Background: an optimization exercise with open tools, aiming at small area, a short achievable clock period and few clock cycles. Do not read the settings as production practice. In this exercise RTL edits were held to simulation tests only and were not proved equivalent to the original.

## TR
## loop_law
module loop_law (
    input  wire        clk,
    input  wire        rst,
    input  wire        start,
    input  wire  [1:0] mode,
    input  wire        d_on_meas,
    input  wire        d_zero,
    input  wire        sat_ext,
    input  wire        plant_lost,
    input  wire [31:0] sp,
    input  wire [31:0] pv,
    input  wire [31:0] ff,
    input  wire [31:0] man_out,
    input  wire [31:0] kp,
    input  wire [31:0] ki,
    input  wire [31:0] kd,
    input  wire [31:0] tf,
    input  wire [31:0] h,
    input  wire [31:0] out_hi,
    input  wire [31:0] out_lo,
    input  wire [31:0] out_prev,
    input  wire [31:0] i_prev,
    input  wire [31:0] d_prev,
    input  wire [31:0] y_prev,
    output wire        done,
    output wire [31:0] out,
    output wire [31:0] i_out,
    output wire [31:0] d_out,
    output wire [31:0] y_out,
    output wire        numeric,
    output wire        i_inhibit,
    output wire        sat_hi,
    output wire        sat_lo
);
Settings: LEC_CHECK=0, ABC_AREA=1, CAP_MARGIN=20, CORE_MARGIN=2, CORE_UTILIZATION=35, SLEW_MARGIN=20; clock period 50.0 ns.
run.sh (not shown) runs the stock make flow with config.mk's settings and CLKGATE_MAP_FILE= SYNTH_SCRIPT=/design/flow/synth_recipe.tcl, a recipe that flattens the netlist after the stock synthesis.
Testbench counts of TR, summed over its fixed seeds: cycles 95,595.
The following lists how JK was set up differently from TR:
==> flow/flow/run.sh (new file) <==
#!/bin/bash
# Layout flow: the standard layout (standard.sh) unchanged, except that
# repair_timing aims at a setup slack margin, so it shortens the critical
# paths well below the 50 ns clock instead of stopping once they fit in it.
set -euo pipefail
bash standard.sh SETUP_SLACK_MARGIN=32 finish > standard.log 2>&1
==> flow/standard.sh (new file) <==
#!/bin/bash
# synth_recipe.tcl (not shown) runs the flow's synth.tcl, then flattens the netlist and writes it again
# the make line also repeats each setting of config.mk as NAME=value (left out here)
make -C /OpenROAD-flow-scripts/flow DESIGN_CONFIG=/design/flow/config.mk WORK_HOME=/design/flow/orfs CLKGATE_MAP_FILE= SYNTH_SCRIPT=/design/flow/synth_recipe.tcl "${@:-finish}"
removed: flow/run.sh
Findings:
JK ended up with a higher wire length than TR did.
Note that the maximum net fanout on the critical path recorded for TR amounts to 0.888 times the value seen in JK.
The run showing the greater wire length of the first global-routing pass is JK.
Final standard cell area without fillers in JK vs TR: up about 0.9%
Per the comparison of JK with TR, worst endpoint required time went down by 10560 ps, maximum operating frequency went up by about 14%.

---

Setup of the previous run:
Another version of the RTL of loop_law (not shown whole).
For scale: ~13000 cells after synthesis, ~700 flip-flops, roughly 620 I/O pins.
Settings: LEC_CHECK=0, ABC_AREA=1, CAP_MARGIN=20, CORE_MARGIN=2, CORE_UTILIZATION=45, SLEW_MARGIN=20; clock period 50.0 ns.
standard.sh (not shown) runs the stock make flow with config.mk's settings and CLKGATE_MAP_FILE= SYNTH_SCRIPT=/design/flow/synth_recipe.tcl, a recipe that flattens the netlist after the stock synthesis.
==> flow/flow/run.sh <==
#!/bin/bash
# Layout flow: the standard layout (standard.sh) unchanged, except that
# repair_timing aims at a setup slack margin, so it shortens the critical
# paths well below the 50 ns clock instead of stopping once they fit in it.
set -euo pipefail
bash standard.sh SETUP_SLACK_MARGIN=35 finish > standard.log 2>&1
Testbench counts of the previous run, summed over its fixed seeds: cycles 88,179.
Here is what was changed in the inputs of the current run compared with the previous run.
- swapping 45 for 35 in CORE_UTILIZATION
Notes after the runs:
The current run finished every step from synthesis to the final layout, and the layout passed the timing, design-rule and antenna checks. Re worst hold slack: the current run and the previous run aren't equal, and the lower value belongs to the current run. Re first-pass GRT wire length: the current run is 1.1% down on the previous run. Compared with the previous run, the current run shows final worst-path setup slack higher by 270 ps. The current run vs the previous run — peak per-stage delay on the critical path dropped 190 ps. The current run vs the previous run, final area went up by 1.2%. On overall routed net length, the current run and the previous run are neck and neck. Clock distribution area overhead in the final layout essentially unchanged between the previous run and the current run. Die height came out higher on the current run than on the previous run. Of the current run and the previous run, the run reporting the lower fill cell total of the finished layout was the previous run. On post-layout net count, the current run and the previous run are basically level.

==> re-timing with driven ports <==
The flow's constraints put no driver on any port. The routed layouts listed below were extracted and timed again, unchanged, in two steps.
Step 1, drivers: a clkbuf_16 drives clk and a buf_2 each remaining input, both assumed.
Step 2 adds t to the input delays and takes it off the output delays; t is the mean of the earliest and latest rising clock arrival at the registers after step 1. Input paths then give back, and output paths get back, about the clock's delay inside the block.
Slacks: ideal ports / drivers / drivers and shift; pairs: ideal ports / drivers.
run | t (ns) | setup WS [ns] | slew at the worst register clock pin (ns) | worst data-port slew with drivers (ns)
TR | 0.861 | 29.502 / 29.502 / 29.502 | 0.10 / 0.10 | 0.13
JK | 0.855 | 32.070 / 31.978 / 32.832 | 0.08 / 0.08 | 0.11
the previous run | 0.844 | 34.361 / 34.270 / 34.893 | 0.08 / 0.08 | 0.13
the current run | 0.879 | 34.626 / 34.528 / 34.896 | 0.10 / 0.10 | 0.13
After both steps setup and hold are still met in every run listed.
